Background: an optimization exercise with open tools, aiming at small area, a short achievable clock period and few clock cycles per item. Do not read the settings as production practice.
Only simulation tests tie the RTL to the original design; equivalence was not proved.
Power and IR drop assume default switching activity.

Setup of oak:
## flow_steer
module flow_steer (
    input  wire         clk,
    input  wire         rst,
    input  wire         in_valid,
    output reg          in_ready,
    input  wire [31:0]  in_seed,
    input  wire [4:0]   in_hash_sel,     
    input  wire         in_mode,         
    input  wire [7:0]   in_aff_mask,
    input  wire [7:0]   in_online_mask,
    input  wire         in_tunnel,
    input  wire [23:0]  in_vni,
    input  wire         o_has_mac,
    input  wire [95:0]  o_mac,
    input  wire         o_has_ip,
    input  wire         o_v6,
    input  wire [127:0] o_src,
    input  wire [127:0] o_dst,
    input  wire [7:0]   o_proto,
    input  wire         o_has_ports,
    input  wire [31:0]  o_ports,
    input  wire         o_frag,
    input  wire         i_has_mac,
    input  wire [95:0]  i_mac,
    input  wire         i_has_ip,
    input  wire         i_v6,
    input  wire [127:0] i_src,
    input  wire [127:0] i_dst,
    input  wire [7:0]   i_proto,
    input  wire         i_has_ports,
    input  wire [31:0]  i_ports,
    input  wire         i_frag,
    output reg          out_valid,
    input  wire         out_ready,
    output reg  [31:0]  out_hash,
    output reg  [2:0]   out_region,
    output reg          out_drop
);
Size in the first run: ~2400 cells after synthesis, roughly 240 flip-flops, about 920 I/O pins, ~22000 sq um of cells after synthesis.
clock: 10.0 ns
lec_check: 0
cap_margin: 20
core_area: 5 5 315 315
die_area: 0 0 320 320
place_density: 0.45
slew_margin: 20
standard.sh (not shown) runs the stock make flow with config.mk's settings and CLKGATE_MAP_FILE= SYNTH_SCRIPT=/design/flow/synth_recipe.tcl, a recipe that flattens the netlist after the stock synthesis.
==> flow/flow/run.sh <==
#!/bin/bash
# The standard layout (the standard.sh: ORFS synthesis to finish) with two
# changes to how the layout is optimised: the port buffers that global
# placement inserts are the smallest buffer cell (every port still gets its
# own buffer), and the resizer's timing repair aims for 6.2 ns of setup slack
# against the design's unchanged 10 ns clock. make's full output goes to
# flow.log in this folder.
set -euo pipefail
export BUFFER_PORTS_ARGS="-buffer_cell sky130_fd_sc_hd__buf_1"
export SETUP_SLACK_MARGIN=6.2
bash standard.sh > flow.log 2>&1
Testbench counts of oak, summed over its fixed seeds: cycles 8,214, items 3,200.
diff inputs: oak => pine
--- a/flow/design.v
+++ b/flow/design.v
@@ -820,19 +820,24 @@
             5'd25: begin o5 = 5'b00001; o3 = 3'b010; end
             5'd26: begin o5 = 5'b00010; o3 = 3'b100; end
             5'd27: begin o5 = 5'b00100; o3 = 3'b001; end
             5'd28: begin o5 = 5'b01000; o3 = 3'b010; end
             5'd29: begin o5 = 5'b10000; o3 = 3'b100; end
             5'd30: begin o5 = 5'b00001; o3 = 3'b001; end
             default: begin o5 = 5'b00001; o3 = 3'b001; end
         endcase
     end
-    reg  [8:0]  rn;
+    wire [1:0]  rq0 = {1'b0, rcand[0]} + {1'b0, rcand[1]};
+    wire [1:0]  rq1 = {1'b0, rcand[2]} + {1'b0, rcand[3]};
+    wire [1:0]  rq2 = {1'b0, rcand[4]} + {1'b0, rcand[5]};
+    wire [1:0]  rq3 = {1'b0, rcand[6]} + {1'b0, rcand[7]};
+    wire [3:0]  rcn = ({2'b00, rq0} + {2'b00, rq1}) + ({2'b00, rq2} + {2'b00, rq3});
+    wire [8:0]  rn = 9'd1 << rcn;
     wire [7:0]  kh;
     wire        h0 = rhash[0];
     wire [7:0]  k2 = {6'd0, h0, ~h0};
     wire [7:0]  k4 = 8'd1 << rhash[1:0];
     wire [7:0]  k8 = 8'd1 << rhash[2:0];
     wire [7:0]  k6 = {2'b00,
                       o3[2] &  h0,       
                       o3[1] & ~h0,       
                       o3[0] &  h0,       
@@ -854,24 +859,18 @@
     wire [2:0]  pc5 = pc4 + {2'd0, rcand[4]};
     wire [2:0]  pc6 = pc4 + {1'b0, rcand[4] & rcand[5], rcand[4] ^ rcand[5]};
     wire [2:0]  pc7 = pc4 + {2'd0, rcand[4]} + {2'd0, rcand[5]} + {2'd0, rcand[6]};
     wire [7:0]  match = rcand & {kh[pc7], kh[pc6], kh[pc5], kh[pc4],
                                  kh[pc3], kh[pc2], kh[pc1], kh[0]};
     wire [2:0]  pick = {match[4] | match[5] | match[6] | match[7],
                         match[2] | match[3] | match[6] | match[7],
                         match[1] | match[3] | match[5] | match[7]};
     integer     j;
-    wire [1:0]  bq0 = {1'b0, bcand[0]} + {1'b0, bcand[1]};
-    wire [1:0]  bq1 = {1'b0, bcand[2]} + {1'b0, bcand[3]};
-    wire [1:0]  bq2 = {1'b0, bcand[4]} + {1'b0, bcand[5]};
-    wire [1:0]  bq3 = {1'b0, bcand[6]} + {1'b0, bcand[7]};
-    wire [3:0]  bcn = ({2'b00, bq0} + {2'b00, bq1}) + ({2'b00, bq2} + {2'b00, bq3});
-    wire [8:0]  bn_oh = 9'd1 << bcn;
     function [2:0] wc_next;      
         input wv_, wlast_, cdone_, rv_, ov_;
         reg   rm, cm;
         begin
             rm = rv_ & ~ov_;
             cm = cdone_ & (~rv_ | rm);
             wc_next = {wv_ ? wlast_ : (cdone_ & ~cm), cm | (rv_ & ~rm), rm | ov_};
         end
     endfunction
@@ -901,19 +900,18 @@
             if (wfirst) bcand <= r_cand;
         end else if (ld_seed) begin
             c <= in_seed;
         end
         if (c_move) begin
             rhash <= hh;
             rp7   <= {x7, y7};
             rp15  <= {x15, y15};
             rcand <= bcand;
-            rn    <= bn_oh;
         end
         if (r_move) begin
             out_hash   <= rhash;
             out_region <= pick;
             out_drop   <= (rcand == 8'd0);
         end
     end
     always @(posedge clk) begin
         if (rst) begin
==> run notes <==
Of oak and pine, oak shows the higher post-route total power, with pine below it. Taking oak as the reference, in pine worst vdd rail ir drop lost 0.036 mV, met3 wirelength from detailed routing shrank by about 8%, number of distinct library cells after synthesis higher, share of cell area taken by multi-input logic gates picked up an extra 1.9 points. Routability-driven placement congestion ratio in pine is 0.0059 higher than in oak. Delta (pine minus oak): simple-gate portion of the synthesized area shrank by 1.3 points, clock network fraction of total power shrank by 2.3 points. Detailed route, pine vs oak: via total lower for pine. Compared with oak, pine shows worst setup slack after layout lower by 910 ps.
Testbench counts of pine, summed over its fixed seeds: cycles 8,214, items 3,200.

-- afterwards: timing with drivers on the ports --
Ports are ideal in the flow. The routed layouts listed here were re-timed in OpenROAD.
Step 1: set_driving_cell puts a clkbuf_16 on clk and a buf_2 on each other input, an assumption about the parent block.
Step 2 also shifts input and output timing later by t, the mid clock arrival at the registers, as if the neighbouring blocks saw the same clock.
Three values: ideal ports, drivers, drivers and shift; two values: the first two.
run | t (ns) | slack for setup (ns) | cell pins on the clock port's net
oak | 0.609 | 6.124 / 6.124 / 5.626 | 1
pine | 0.662 | 5.212 / 5.212 / 5.212 | 1
After both steps setup and hold are still met in every run listed. For oak, which loses most, drivers alone change the setup slack by 0.000 ns; drivers and shift together by -0.498 ns.
